Source: an optimization exercise on an open RTL-to-GDS flow (aim: small area, a short achievable clock period and few clock cycles). Production flows keep margins and buffers that such runs may drop.
In this exercise RTL edits were held to simulation tests only and were not proved equivalent to the original.
Power figures rest on the tool's default switching activity, not on a simulated workload.

garnet:
// mac_seq_tile
module mac_seq_tile (
    input  wire        clk,
    input  wire        rst,
    input  wire        start,
    input  wire        a_signed,
    input  wire        b_signed,
    input  wire [30:0] ag0_cfg,
    input  wire [30:0] ag1_cfg,
    output wire        busy,
    output reg         done,
    output wire [5:0]  i_addr,
    input  wire [31:0] i_rdata,
    output wire [7:0]  x_addr,
    output wire        x_we,
    output wire [15:0] x_wdata,
    input  wire [15:0] x_rdata,
    output wire [7:0]  y_addr,
    output wire        y_we,
    output wire [15:0] y_wdata,
    input  wire [15:0] y_rdata,
    output reg  [39:0] acc,
    output reg  [15:0] out,
    output reg  [3:0]  bx,
    output reg         ovf,
    output reg         fault,
    output reg  [1:0]  fault_code,
    output reg  [5:0]  pc
);
Settings: LEC_CHECK=0, CAP_MARGIN=20, CORE_MARGIN=2, CORE_UTILIZATION=40, PLACE_DENSITY=0.55, SLEW_MARGIN=20; clock period 20.0 ns.
standard.sh (not shown) runs the stock make flow with config.mk's settings and CLKGATE_MAP_FILE= SYNTH_SCRIPT=/design/flow/synth_recipe.tcl, a recipe that flattens the netlist after the stock synthesis.
==> flow/flow/run.sh <==
#!/bin/bash
# The standard layout (the standard flow's synthesis, floorplan, placement, CTS and routing),
# with two changes to how the layout is made:
#  - repair_timing is asked for 14 ns more setup slack than the clock period
#    needs, so that the tools size the critical paths for speed;
#  - the port buffers are buf_2 cells (the standard flow picks clkdlybuf4s50_1,
#    a delay cell). Every input and output port still gets its buffer.
# The design, its synthesis, clock and constraints are the standard flow's; each run's
# output goes to its own log.
set -euo pipefail
bash standard.sh synth > synth.log 2>&1
bash standard.sh SETUP_SLACK_MARGIN=14 TNS_END_PERCENT=20 \
    "BUFFER_PORTS_ARGS=-buffer_cell sky130_fd_sc_hd__buf_2" finish > layout.log 2>&1
Testbench counts of garnet, summed over its fixed seeds: cycles 37,440.
What quartz does differently from garnet at the input level:
# garnet
export LEC_CHECK = 0
export CAP_MARGIN = 20
export CORE_MARGIN = 2
export CORE_UTILIZATION = 40
export PLACE_DENSITY = 0.55
export SLEW_MARGIN = 20
create_clock -name core_clock -period 20.0 [get_ports {clk}]
# quartz
export LEC_CHECK = 0
export CAP_MARGIN = 20
export CORE_MARGIN = 2
export CORE_UTILIZATION = 40
export PLACE_DENSITY = 0.7
export SLEW_MARGIN = 20
create_clock -name core_clock -period 20.0 [get_ports {clk}]
## What came out
The flow did not stop early for quartz: all stages ran, and the layout cleared the timing, design-rule and antenna checks.
Compared with garnet, in quartz minimum setup slack after placement lower, wire length of the first global-routing pass lower, footprint of the flip-flops and latches roughly the same, post-layout minimum cycle time lower, post-layout instance area lower.
Inputs modified between quartz and raven:
# quartz
export LEC_CHECK = 0
export CAP_MARGIN = 20
export CORE_MARGIN = 2
export CORE_UTILIZATION = 40
export PLACE_DENSITY = 0.7
export SLEW_MARGIN = 20
create_clock -name core_clock -period 20.0 [get_ports {clk}]
# raven
export LEC_CHECK = 0
export CAP_MARGIN = 20
export CORE_MARGIN = 2
export CORE_UTILIZATION = 40
export SLEW_MARGIN = 20
create_clock -name core_clock -period 20.0 [get_ports {clk}]
Taking quartz as the reference, in raven achievable frequency increased 1.1%; synthesized area did not really move. raven against quartz: final worst hold slack has remained practically unchanged; number of standard cells in the layout, taps in and fillers out increased 27; post-layout worst setup margin has increased; count of clock-buffer cells in the layout dropped 12.

---

Setup of v50:
Another version of the RTL of mac_seq_tile (not shown whole).
For scale: about 5100 cells after synthesis, about 610 flip-flops, ~260 I/O pins.
// mac_seq_tile
module mac_seq_tile (
    input  wire        clk,
    input  wire        rst,
    input  wire        start,
    input  wire        a_signed,
    input  wire        b_signed,
    input  wire [30:0] ag0_cfg,
    input  wire [30:0] ag1_cfg,
    output wire        busy,
    output reg         done,
    output wire [5:0]  i_addr,
    input  wire [31:0] i_rdata,
    output wire [7:0]  x_addr,
    output wire        x_we,
    output wire [15:0] x_wdata,
    input  wire [15:0] x_rdata,
    output wire [7:0]  y_addr,
    output wire        y_we,
    output wire [15:0] y_wdata,
    input  wire [15:0] y_rdata,
    output reg  [39:0] acc,
    output reg  [15:0] out,
    output reg  [3:0]  bx,
    output reg         ovf,
    output reg         fault,
    output reg  [1:0]  fault_code,
    output reg  [5:0]  pc
);
clock: 20.0 ns
lec_check: 0
cap_margin: 20
core_margin: 2
core_utilization: 40
slew_margin: 20
==> flow/flow/run.sh <==
#!/bin/bash
# The standard layout (the standard flow's synthesis, floorplan, placement, CTS and routing),
# with these changes to how the layout is made:
#  - repair_timing is asked for 14 ns more setup slack than the clock period
#    needs, so that the tools size the critical paths for speed;
#  - the port buffers are buf_2 cells (the standard flow picks clkdlybuf4s50_1,
#    a delay cell). Every input and output port still gets its buffer;
#  - clock tree synthesis adds no dummy load cells at the clock tree's leaves
#    and clusters up to 24 flip-flops per leaf buffer.
# The design, its synthesis, clock and constraints are the standard flow's; each run's
# output goes to its own log.
set -euo pipefail
bash standard.sh synth > synth.log 2>&1
bash standard.sh SETUP_SLACK_MARGIN=14 TNS_END_PERCENT=20 \
    "BUFFER_PORTS_ARGS=-buffer_cell sky130_fd_sc_hd__buf_2" \
    "CTS_ARGS=-sink_clustering_enable -repair_clock_nets -dont_use_dummy_load -sink_clustering_size 24" \
    finish > layout.log 2>&1
Testbench counts of v50, summed over its fixed seeds: cycles 36,613.
#### Input delta (v2 over v50)
- CORE_UTILIZATION: 40 -> 48
-- flow/flow/run.sh --
<<< v50, line 8
#  - clock tree synthesis adds no dummy load cells at the clock tree's leaves
#    and clusters up to 24 flip-flops per leaf buffer.
# The design, its synthesis, clock and constraints are the standard flow's; each run's
>>> v2, line 8
#  - clock tree synthesis adds no dummy load cells at the clock tree's leaves
#    and builds the tree from clkbuf_4 cells.
# The design, its synthesis, clock and constraints are the standard flow's; each run's
<<< v50, line 15
    "BUFFER_PORTS_ARGS=-buffer_cell sky130_fd_sc_hd__buf_2" \
    "CTS_ARGS=-sink_clustering_enable -repair_clock_nets -dont_use_dummy_load -sink_clustering_size 24" \
    finish > layout.log 2>&1
>>> v2, line 15
    "BUFFER_PORTS_ARGS=-buffer_cell sky130_fd_sc_hd__buf_2" \
    "CTS_ARGS=-sink_clustering_enable -repair_clock_nets -dont_use_dummy_load -buf_list sky130_fd_sc_hd__clkbuf_4" \
    finish > layout.log 2>&1
[summary]
Going from v50 to v2, die area down 19000 µm², finished layout cell area now sits lower, core utilization increased 8.3 points, proportion of power drawn by the clock network has decreased, total routed wirelength closely matched the old numbers. v2 vs v50: number of global-route vias before repair up by a few percent. Going from v50 to v2, via count grew slightly.
Modified inputs, v28 compared to v2
- CORE_UTILIZATION: 48 -> 40
==> flow/flow/run.sh <==
#!/bin/bash
# The standard layout (the standard flow's synthesis, floorplan, placement, CTS and routing),
# with these changes to how the layout is made:
#  - repair_timing is asked for 14 ns more setup slack than the clock period
#    needs, so that the tools size the critical paths for speed;
#  - the port buffers are buf_2 cells (the standard flow picks clkdlybuf4s50_1,
#    a delay cell). Every input and output port still gets its buffer;
#  - clock tree synthesis adds no dummy load cells at the clock tree's leaves.
# The design, its synthesis, clock and constraints are the standard flow's; each run's
# output goes to its own log.
set -euo pipefail
bash standard.sh synth > synth.log 2>&1
bash standard.sh SETUP_SLACK_MARGIN=14 TNS_END_PERCENT=20 \
    "BUFFER_PORTS_ARGS=-buffer_cell sky130_fd_sc_hd__buf_2" \
    "CTS_ARGS=-sink_clustering_enable -repair_clock_nets -dont_use_dummy_load" \
    finish > layout.log 2>&1
Notes after the runs:
Taking v2 as the reference, in v28 clock group power rose about 28%, area growth from synthesis to layout rose 2.2 points, wire length about even. Register share of the cell area ended up 0.49 points lower on v28 than on v2.
Here is what was changed in the inputs of v54 compared with v28.
==> flow/flow/run.sh <==
#!/bin/bash
# The standard layout (the standard flow's synthesis, floorplan, placement, CTS and routing),
# with two changes to how the layout is made:
#  - repair_timing is asked for 14 ns more setup slack than the clock period
#    needs, so that the tools size the critical paths for speed;
#  - the port buffers are buf_2 cells (the standard flow picks clkdlybuf4s50_1,
#    a delay cell). Every input and output port still gets its buffer.
# The design, its synthesis, clock and constraints are the standard flow's; each run's
# output goes to its own log.
set -euo pipefail
bash standard.sh synth > synth.log 2>&1
bash standard.sh SETUP_SLACK_MARGIN=14 TNS_END_PERCENT=20 \
    "BUFFER_PORTS_ARGS=-buffer_cell sky130_fd_sc_hd__buf_2" finish > layout.log 2>&1
[summary]
v54 ended with every stage complete and zero timing, DRC or antenna violations. Post-route cell area ends up higher on v54. The lower share of total power in combinational logic of v54 and v28 is in v54. In the tables for v54 and v28, worst setup slack reads lower with v54.
Edits applied to the flow inputs when going from v54 to v43:
==> flow/flow/run.sh <==
#!/bin/bash
# The standard layout (the standard flow's synthesis, floorplan, placement, CTS and routing),
# with these changes to how the layout is made:
#  - repair_timing is asked for 14 ns more setup slack than the clock period
#    needs, so that the tools size the critical paths for speed;
#  - the port buffers are buf_2 cells (the standard flow picks clkdlybuf4s50_1,
#    a delay cell). Every input and output port still gets its buffer;
#  - clock tree synthesis adds no dummy load cells at the clock tree's leaves
#    and builds the tree from clkbuf_8 cells.
# The design, its synthesis, clock and constraints are the standard flow's; each run's
# output goes to its own log.
set -euo pipefail
bash standard.sh synth > synth.log 2>&1
bash standard.sh SETUP_SLACK_MARGIN=14 TNS_END_PERCENT=20 \
    "BUFFER_PORTS_ARGS=-buffer_cell sky130_fd_sc_hd__buf_2" \
    "CTS_ARGS=-sink_clustering_enable -repair_clock_nets -dont_use_dummy_load -buf_list sky130_fd_sc_hd__clkbuf_8" \
    finish > layout.log 2>&1
Notes after the runs:
v43: sequential power share is 3.4 points higher than what v54 reported.
v54 -> v43: worst slack on hold paths flat
The maximum single-stage delay on the critical path in v43 was lower than what v54 gave.
Between v54 and v43, final core area utilization decreased.
Between v43 and v54, the difference in total area of sequential cells is negligible.

what the ideal ports hide:
No port has a modelled driver above. Below, the same layouts with a new extraction and two added sets of constraints.
Step 1 sets driving cells, clkbuf_16 on the clock port and buf_2 on the other inputs (assumed; they add their load-dependent delay and slew).
Step 2 times the ports against the registers' clock, not the clock port: input delays grow and output delays shrink by t, the midpoint of the rising clock arrivals with the driver on.
a / b / c = ideal ports / drivers / drivers and shift; a / b = the first two.
| run | shift t [ns] | setup slack, ns | worst hold slack (ns) | cell pins on the clock port's net |
|---|---|---|---|---|
| garnet | 0.718 | 13.611 / 13.611 / 13.180 | 0.324 / 0.324 / 0.324 | 1 |
| quartz | 0.695 | 13.718 / 13.718 / 13.208 | 0.321 / 0.321 / 0.321 | 1 |
| raven | 0.681 | 13.785 / 13.785 / 13.108 | 0.322 / 0.322 / 0.322 | 1 |
| v50 | 0.651 | 13.870 / 13.897 / 13.245 | 0.323 / 0.323 / 0.323 | 1 |
| v2 | 1.037 | 13.749 / 13.758 / 12.745 | 0.267 / 0.267 / 0.267 | 1 |
| v28 | 0.651 | 13.870 / 13.897 / 13.245 | 0.323 / 0.323 / 0.323 | 1 |
| v54 | 0.681 | 13.859 / 13.859 / 13.225 | 0.323 / 0.323 / 0.323 | 1 |
| v43 | 0.744 | 13.880 / 13.880 / 13.142 | 0.324 / 0.324 / 0.324 | 1 |
After both steps every run listed still meets setup and hold. The setup slack of v2, which loses most, moves by +0.009 ns with the drivers and by -1.004 ns with both steps.
